This design comes from an exercise in tuning for small area, a short achievable clock period and few clock cycles per item on the open sky130 flow, not from production work. RTL that was checked went through simulation tests only; none was proved equivalent to the original. No functional check of the RTL was part of run 1.

==> flow/design.v (outline; a module is shown in full before it is edited, if it fits) <==
// module loop_pv: 1342 lines
// module bk_add: 40 lines
// module bk_add2: 39 lines
module loop_pv (
    input  wire         clk,
    input  wire         rst,
    input  wire [511:0] coef_c,
    input  wire [79:0]  coef_s,
    input  wire [1:0]   bq_en,
    input  wire [30:0]  ilim,
    input  wire [31:0]  fe_max,
    input  wire         start,
    input  wire         pos_en,
    input  wire [63:0]  p_set,      
    input  wire [63:0]  pos_fb,     
    input  wire [63:0]  v_set,      
    input  wire [63:0]  a_set,      
    input  wire [31:0]  v_fb,       
    output reg          ready,
    output reg          done,
    output reg  [31:0]  ep,
    output reg  [31:0]  vref,
    output wire [31:0]  iqref,
    output reg          sat,
    output reg          sat_evt,
    output reg          fe
);
  // ...
==> flow/run.sh <==
#!/bin/bash
# synth_recipe.tcl (not shown) runs the flow's synth.tcl, then flattens the netlist and writes it again
# the make line also repeats each setting of config.mk as NAME=value (left out here)
make -C /OpenROAD-flow-scripts/flow DESIGN_CONFIG=/design/flow/config.mk WORK_HOME=/design/flow/orfs CLKGATE_MAP_FILE= SYNTH_SCRIPT=/design/flow/synth_recipe.tcl finish
==> flow/config.mk <==
export PLATFORM = sky130hd
export DESIGN_NAME = loop_pv
export DESIGN_NICKNAME = loop_pv
export VERILOG_FILES = /design/flow/design.v
export SDC_FILE = /design/flow/constraint.sdc
export NUM_CORES = 4
export LEC_CHECK = 0
export ABC_AREA = 1
export CAP_MARGIN = 20
export CORE_MARGIN = 2
export CORE_UTILIZATION = 60
export SLEW_MARGIN = 20
==> flow/constraint.sdc <==
create_clock -name core_clock -period 50.0 [get_ports {clk}]
set_input_delay 10.0000 -clock core_clock [delete_from_list [all_inputs] [get_ports {clk}]]
set_output_delay 10.0000 -clock core_clock [all_outputs]
set_load 0.01 [all_outputs]
==> flow_summary.json, run 1 <==
{
  "status": "timing/DRC/antenna clean",
  "io_buffers": 983,
  "synth_top_area_share_pct": 14.6,
  "synth-compound-area-share_pct": 19.6,
  "dpl-instance-area_um2": 95300,
  "cts_sinks": 999,
  "pre_cts_slack_ns": 35.84,
  "fin_skew_ns": 0.0467,
  "drt_wl_total_mm": 410,
  "dr.pass1.iters": 10,
  "synthSimpleGateAreaFrac_pct": 12.6,
  "synthArstFlopShare_pct": 0,
  "met2_usage_pct": 77.8,
  "synth_commonest_cells": "inv_1 (1436), nand2_1 (1253), o21ai_0 (1019)",
  "fmax_ghz": 0.0666,
  "cts-root-buf": "clkbuf_16",
  "finalWeightedCongestion": 1.10,
  "drive_gt1_share_pct": 5.33,
  "top_layer_used": "met5",
  "regArea_um2": 23900,
  "multi_input_area_share_pct": 52.7,
  "post_cts_buffers": 0,
  "hp-class": "reg -> reg",
  "synth_edf_count": 385,
  "hold_path_end": "ms2[4]$_DFF_P_",
  "die_area_um2": 143000,
  "n_fill_cell": 10784,
  "wl_met3_mm": 64.9,
  "drc": 0,
  "fin_tns_setup_ns": 0,
  "grt_usage_pct": 56.2,
  "hold_viol": 0,
  "period_needed_ns": 15.01,
  "finish.instance_area_um2": 99500,
  "multiInputGateArea_um2": 52500,
  "htree_num_levels": 3
}
==> module bk_add, before the edit <==
module bk_add #(parameter N = 64) (
    input  wire [N-1:0] a,
    input  wire [N-1:0] b,
    input  wire         ci,
    output wire [N-1:0] s,
    output wire         co
);
    localparam L = $clog2(N + 1);
    wire [N:0] g [0:2*L];
    wire [N:0] p [0:2*L];
    assign g[0] = {a & b, ci};
    assign p[0] = {a ^ b, 1'b0};
    genvar l, i;
    generate
        for (l = 0; l < L; l = l + 1) begin : up
            for (i = 0; i <= N; i = i + 1) begin : n
                if ((i % (2 << l)) == (2 << l) - 1) begin : c
                    assign g[l+1][i] = g[l][i] | (p[l][i] & g[l][i - (1 << l)]);
                    assign p[l+1][i] = p[l][i] & p[l][i - (1 << l)];
                end else begin : k
                    assign g[l+1][i] = g[l][i];
                    assign p[l+1][i] = p[l][i];
                end
            end
        end
        for (l = L - 2; l >= 0; l = l - 1) begin : dn
            for (i = 0; i <= N; i = i + 1) begin : n
                if ((i % (2 << l)) == (1 << l) - 1 && i >= (3 << l) - 1) begin : c
                    assign g[2*L-1-l][i] = g[2*L-2-l][i] | (p[2*L-2-l][i] & g[2*L-2-l][i - (1 << l)]);
                    assign p[2*L-1-l][i] = p[2*L-2-l][i] & p[2*L-2-l][i - (1 << l)];
                end else begin : k
                    assign g[2*L-1-l][i] = g[2*L-2-l][i];
                    assign p[2*L-1-l][i] = p[2*L-2-l][i];
                end
            end
        end
    endgenerate
    assign s  = p[0][N:1] ^ g[2*L-1][N-1:0];
    assign co = g[2*L-1][N];
endmodule
==> module bk_add2, before the edit <==
module bk_add2 #(parameter N = 64) (
    input  wire [N-1:0] a,
    input  wire [N-1:0] b,
    output wire [N-1:0] s0,
    output wire [N-1:0] s1
);
    localparam L = $clog2(N + 1);
    wire [N:0] g [0:2*L];
    wire [N:0] p [0:2*L];
    assign g[0] = {a & b, 1'b0};
    assign p[0] = {a ^ b, 1'b1};
    genvar l, i;
    generate
        for (l = 0; l < L; l = l + 1) begin : up
            for (i = 0; i <= N; i = i + 1) begin : n
                if ((i % (2 << l)) == (2 << l) - 1) begin : c
                    assign g[l+1][i] = g[l][i] | (p[l][i] & g[l][i - (1 << l)]);
                    assign p[l+1][i] = p[l][i] & p[l][i - (1 << l)];
                end else begin : k
                    assign g[l+1][i] = g[l][i];
                    assign p[l+1][i] = p[l][i];
                end
            end
        end
        for (l = L - 2; l >= 0; l = l - 1) begin : dn
            for (i = 0; i <= N; i = i + 1) begin : n
                if ((i % (2 << l)) == (1 << l) - 1 && i >= (3 << l) - 1) begin : c
                    assign g[2*L-1-l][i] = g[2*L-2-l][i] | (p[2*L-2-l][i] & g[2*L-2-l][i - (1 << l)]);
                    assign p[2*L-1-l][i] = p[2*L-2-l][i] & p[2*L-2-l][i - (1 << l)];
                end else begin : k
                    assign g[2*L-1-l][i] = g[2*L-2-l][i];
                    assign p[2*L-1-l][i] = p[2*L-2-l][i];
                end
            end
        end
    endgenerate
    assign s0 = p[0][N:1] ^ g[2*L-1][N-1:0];
    assign s1 = p[0][N:1] ^ (g[2*L-1][N-1:0] | p[2*L-1][N-1:0]);
endmodule
==> run 2, diff against run 1 <==
--- a/flow/design.v
+++ b/flow/design.v
@@ -43,16 +43,18 @@
     reg  [4:0]  t;            
     reg  [4:0]  t2;           
     reg  [4:0]  bs;           
     reg  [2:0]  fs;           
     reg         opb;          
     reg         cv;           
     reg         pe;           
     reg  [1:0]  bqe;          
+    reg         z_aff;        
+    reg         z_aw;         
     reg  [63:0] pr;           
     reg  [63:0] fr;           
     reg  [28:0] vsr;          
     reg  [32:0] acr;          
     reg  [31:0] vfb;
     reg  [32:0] acs_h;        
     reg  signed [31:0] ep_c;  
     reg  signed [64:0] i_int;     
@@ -1212,31 +1214,34 @@
     wire        [63:0] opnd = neg ? ~tsat : tsat;
     wire               cin  = neg ? ~rbit : rbit;
     wire        [64:0] sum;                                
     bk_add #(65) a_sum (.a({base[63], base}), .b({opnd[63], opnd}), .ci(cin), .s(sum), .co());
     wire        [49:0] y_w;
     bk_add #(50) a_y (.a({sum[64], sum[64:16]}), .b(50'd0), .ci(sum[15]), .s(y_w), .co());
     wire signed [31:0] y_n  = (y_w[49:31] == {19{y_w[49]}}) ? y_w[31:0] :
                               (y_w[49] ? MIN32 : MAX32);
-    wire u_busy   = (t == T_AFF) || (t == 5'd10) || (t == 5'd15);    
+    wire u_busy   = (t == T_AFF) || (t == 5'd10) || (t == 5'd15) ||     
+                    (t == T_KPV && z_aff);
     wire front_ok = (fs == F_POS) || (fs == F_VFF);
     reg  back_ok;
     always @* begin
         case (bs)
             T_KIV:               back_ok = (fs == F_W2);
-            T_AW, 5'd6, 5'd11:   back_ok = !u_busy;
+            T_AW:                back_ok = !u_busy || z_aw;    
+            5'd6, 5'd11:         back_ok = !u_busy;
             default:             back_ok = 1'b1;
         endcase
     end
     wire go_front = front_ok && (bs == T_AW || !back_ok);
     wire go_back  = !go_front && back_ok;
     reg  [4:0] bs_n;          
     always @* begin
         case (bs)
+            T_KPV:   bs_n = z_aff ? (bqe[0] ? 5'd6 : bqe[1] ? 5'd11 : T_AW) : T_AFF;
             T_AFF:   bs_n = bqe[0] ? 5'd6 : bqe[1] ? 5'd11 : T_AW;
             5'd10:   bs_n = bqe[1] ? 5'd11 : T_AW;
             5'd15:   bs_n = T_AW;
             T_AW:    bs_n = T_KIV;
             default: bs_n = bs + 5'd1;
         endcase
     end
     wire [4:0] t_n = go_front ? ((fs == F_POS) ? T_POS : T_VFF) :
@@ -1256,22 +1261,24 @@
     wire opb_n   = take || (opb && t != T_KPV);
     wire ready_n = !opb_n || (t_n == T_KPV);
     wire q_end = (t2 == 5'd10) || (t2 == 5'd15);     
     always @(posedge clk) begin
         mc     <= coef_c[32*ci_n +: 32];
         ms     <= coef_s[5*ci_n +: 5];
         ilim_r <= ilim;
         bqe    <= bq_en;
+        z_aff  <= (coef_c[5*32 +: 32] == 32'd0);
+        z_aw   <= (coef_c[4*32 +: 32] == 32'd0);
         prod   <= prod_n;
         ms2    <= ms;
         t2     <= t;
+        pr <= p_set;
+        fr <= pos_fb;
         if (!opb || t == T_KPV) begin
-            pr  <= p_set;
-            fr  <= pos_fb;
             vsr <= v_set[63:35];
             acr <= a_set[63:31];
             vfb <= v_fb;
             pe  <= pos_en;
         end
         if (cv) ep_c <= ep_cv;
         if (t == T_KPV) begin
             acs_h <= acr;
@@ -1289,17 +1296,17 @@
                 i_int   <= sum;
                 u       <= iq;
                 sat     <= c_hi || c_lo;
                 sat_evt <= (c_hi || c_lo) && !sat;
             end
             T_NOP: ;
             default: begin
                 acc <= sum;
-                if (t2 == T_AFF || q_end) u <= y_n;
+                if (t2 == T_AFF || (t2 == T_KPV && z_aff) || q_end) u <= y_n;
             end
         endcase
         if (t2 == 5'd10) begin
             x2_0 <= x1_0;  x1_0 <= u;  y2_0 <= y1_0;  y1_0 <= y_n;
         end
         if (t2 == 5'd15) begin
             x2_1 <= x1_1;  x1_1 <= u;  y2_1 <= y1_1;  y1_1 <= y_n;
         end
@@ -1342,17 +1349,18 @@
 endmodule
 module bk_add #(parameter N = 64) (
     input  wire [N-1:0] a,
     input  wire [N-1:0] b,
     input  wire         ci,
     output wire [N-1:0] s,
     output wire         co
 );
-    localparam L = $clog2(N + 1);
+    localparam L = (N < 2) ? 1 : (N < 4) ? 2 : (N < 8) ? 3 : (N < 16) ? 4 :
+                   (N < 32) ? 5 : (N < 64) ? 6 : 7;       
     wire [N:0] g [0:2*L];
     wire [N:0] p [0:2*L];
     assign g[0] = {a & b, ci};
     assign p[0] = {a ^ b, 1'b0};
     genvar l, i;
     generate
         for (l = 0; l < L; l = l + 1) begin : up
             for (i = 0; i <= N; i = i + 1) begin : n
@@ -1381,17 +1389,18 @@
     assign co = g[2*L-1][N];
 endmodule
 module bk_add2 #(parameter N = 64) (
     input  wire [N-1:0] a,
     input  wire [N-1:0] b,
     output wire [N-1:0] s0,
     output wire [N-1:0] s1
 );
-    localparam L = $clog2(N + 1);
+    localparam L = (N < 2) ? 1 : (N < 4) ? 2 : (N < 8) ? 3 : (N < 16) ? 4 :
+                   (N < 32) ? 5 : (N < 64) ? 6 : 7;       
     wire [N:0] g [0:2*L];
     wire [N:0] p [0:2*L];
     assign g[0] = {a & b, 1'b0};
     assign p[0] = {a ^ b, 1'b1};
     genvar l, i;
     generate
         for (l = 0; l < L; l = l + 1) begin : up
             for (i = 0; i <= N; i = i + 1) begin : n
==> flow/config.mk (replaced) <==
export PLATFORM = sky130hd
export DESIGN_NAME = loop_pv
export DESIGN_NICKNAME = loop_pv
export VERILOG_FILES = /design/flow/design.v
export SDC_FILE = /design/flow/constraint.sdc
export NUM_CORES = 4
export LEC_CHECK = 0
export ABC_AREA = 1
export CAP_MARGIN = 20
export CORE_MARGIN = 2
export CORE_UTILIZATION = 40
export SLEW_MARGIN = 20
==> run 2 against run 1 <==
Compared with the run above: still clean; register-to-register slack got worse by 0.33 ns; die area rose by 49%; synthesized cell count rose by 2.5%; flip-flop and latch count rose by 2; worst hold slack got worse by 0.0011 ns; final cell count rose by 8.6%; clock skew rose by 0.059 ns; via count fell by 7.0%; worst setup slack got worse by 0.33 ns; maximum frequency fell by 2.1%.
==> flow_summary.json, run 2 <==
{
  "status": "timing/DRC/antenna clean",
  "worstPathArrival_ns": 15.98,
  "first_iter_violations": 9223,
  "critPathLaunchType": "register",
  "maxCapViolCount": 0,
  "grt_usage_pct": 34.9,
  "grt_busiest_layer": "met2",
  "r2r_slack_ns": 34.67,
  "fin_skew_ns": 0.106,
  "grtUsageMet1_pct": 44.1,
  "crit_slowest_cell": "a2111oi_0",
  "die_x_um": 463,
  "synth_edf_count": 257,
  "final_cell_mix": "inv_1 (1543), nand2_1 (1268), o21ai_0 (1099), clkdlybuf4s50_1 (982), nor2_1 (875)",
  "core-area_um2": 209000,
  "relSlewSlack_pct": 14.2,
  "post_drt_via_cell_ratio": 5.70,
  "timing.final.crit_share_pct": 30.7,
  "finalMaxSlewViolations": 0,
  "grt.overflow.total": 0,
  "io_buffers": 983,
  "grt_pass1_vias": 78994,
  "fmax_ghz": 0.0652,
  "insertion_delay_ns": 0.82,
  "clock_path_buffers": 3,
  "hold_depth": 0,
  "syn-num-nets": 12727,
  "period_needed_ns": 15.33,
  "cp_slowest_stage_delay_ns": 0.87,
  "drc": 0,
  "pre_cts_slack_ns": 35.07,
  "fin_nets": 13326,
  "numCtsBuffers": 113,
  "crit_path_end_kind": "register",
  "grt_max_degree": 156,
  "grt.met3_usage_pct": 8.63,
  "worstHoldStart": "ms[3]$_DFF_P_",
  "rr_endpoint": "prod[61]$_DFF_P_",
  "finalWorstSetupSlack_ns": 34.67,
  "cts_sinks": 1001,
  "synth-main-ff-cell": "dfxtp_1",
  "synth_warnings": 9,
  "yosysMostFrequentCell": "inv_1",
  "path_max_fanout": 32,
  "r2r_start": "vr[2]$_DFFE_PN_",
  "num_rows": 168,
  "met2_usage_pct": 55.1,
  "synthToLayoutAreaGrowth_pct": 19.3,
  "synth_seq_area_share_pct": 26.9,
  "tightestPinTransition_ns": 1.27,
  "synth_area_um2": 84100,
  "synthTopCellsByArea": "dfxtp_1 (18%), fa_1 (13%), edfxtp_1 (9.2%)",
  "cpMostUsedCell": "nand2_1",
  "cp.required_ns": 50.65,
  "synthArstFlopShare_pct": 0,
  "ant_nets": 0,
  "utilization_pct": 47.9,
  "fin_tns_setup_ns": 0,
  "avgSynthCellArea_um2": 7.82,
  "synth.distinct_cells": 75,
  "start_util_pct": 40.2,
  "final_common_cell": "inv_1",
  "hpwl_mm": 289,
  "antenna_found_initial": 82,
  "synth_top_area_cell": "dfxtp_1",
  "cts-root-buf": "clkbuf_16",
  "wl_per_cell_um": 27.2,
  "r2r_cells": 57,
  "dr.pass1.iters": 6,
  "clkSlewWorstSetupHoldPaths_ns": 0.06,
  "grt_pass1_wl_mm": 552,
  "cts_resized": 0,
  "setup_violations": 0,
  "die_area_um2": 214000,
  "vias": 81528,
  "hp-class": "reg -> reg",
  "drt_wl_total_mm": 389,
  "synthCells": 10751,
  "fp.dieH_um": 463,
  "post_cts_buffers": 0,
  "finalWeightedCongestion": 1.01,
  "crit_start": "vr[2]$_DFFE_PN_",
  "synth_commonest_cells": "inv_1 (1559), nand2_1 (1271), o21ai_0 (1102)",
  "ios": 1050,
  "tritoncts": "yes",
  "hold_viol": 0,
  "htree_num_levels": 3,
  "rsz0062_at_grt": "no",
  "ys_ff_latch": 1001,
  "hold_path_end": "ms2[3]$_DFF_P_",
  "drive_gt1_share_pct": 5.09,
  "worstSetupPathType": "reg -> reg",
  "whs_ns": 0.325,
  "top_regs": "acc (65), i_int (65), prod (65)",
  "synth_top_area_share_pct": 17.7,
  "cts.hold.buffers_added": 0
}
run 2: cell type report:
| class | instances | area, µm² |
|---|---|---|
| Sequential cell | 1001 | 22600 |
| Clock inverter | 65 | 729 |
| Timing Repair Buffer | 1180 | 11400 |
| Antenna cell | 43 | 108 |
| Fill cell | 20684 | 109000 |
| Inverter | 1595 | 6000 |
| Tap cell | 2805 | 3510 |
| Clock buffer | 147 | 3090 |
| Multi-Input combinational cell | 7459 | 52900 |
run 2: metrics by stage:
stage	cell area, µm²	cells
floorplan	84100	10751
global placement	96400	14036
detailed placement	96400	14037
CTS	100000	14249
global route	100000	14283
finish	100000	14295
run 2: logic make-up after synthesis:
logic type | Yosys count | synth area share, %
buffers and inverters | 2291 | 10.5
adder cells (fa/ha/maj) | 1027 | 20.1
AO/OA/AOI/OAI | 2863 | 19.7
AND/OR/NAND/NOR | 2643 | 13.0
multiplexers | 102 | 1.22
flip-flops | 1001 | 26.9
XOR/XNOR | 824 | 8.60
run 2: worst max path at each step:
stage                     slack (ns)  depth (start not counted)          endpoint
after floorplan                38.69                         10   fe$_SDFFE_PP0P_
after global placement         35.08                         57  prod[61]$_DFF_P_
after detailed placement       35.07                         57  prod[61]$_DFF_P_
after CTS                      34.95                         57  prod[61]$_DFF_P_
after global routing           34.07                         57  prod[61]$_DFF_P_
final                          34.67                         57  prod[61]$_DFF_P_
run 2: layer usage:
| layer | part of all wire (%) | vias to the layer above |
|---|---|---|
| met4 | 5.8 | 44 |
| li1 | - | 36900 |
| met3 | 10 | 905 |
| met5 | 0.077 | - |
| met2 | 45 | 4360 |
| met1 | 39 | 39319 |
run 2: worst max-delay path: cells and delay by family (launching register included):
family | cells | cell delay (ns)
buf+inv | 10 | 1.69
compound gates | 14 | 4.84
fa+ha+maj | 10 | 4.56
flops | 1 | 0.42
simple gates | 22 | 3.43
xor+xnor | 1 | 0.18
Testbench counts of run 2, summed over its fixed seeds: cycles 84,798, items 8,000.

==> port drivers added, routing unchanged <==
The results above use ideal ports. As a check the final layouts listed here were re-extracted and re-timed, cells and wires unchanged. Step 1, drivers: a clkbuf_16 drives clk and a buf_2 each remaining input, both assumed. Step 2 also shifts input and output timing later by t, the mid clock arrival at the registers, as if the neighbouring blocks saw the same clock. a / b / c = no drivers / after step 1 / after step 2; a / b = the first two.
run	t, ns	slack for setup (ns)	worst setup path at the end
run 1	0.881	34.991 / 34.991 / 34.991	register to register
run 2	0.844	34.666 / 34.666 / 34.666	register to register
After both steps setup and hold are still met in every run listed.
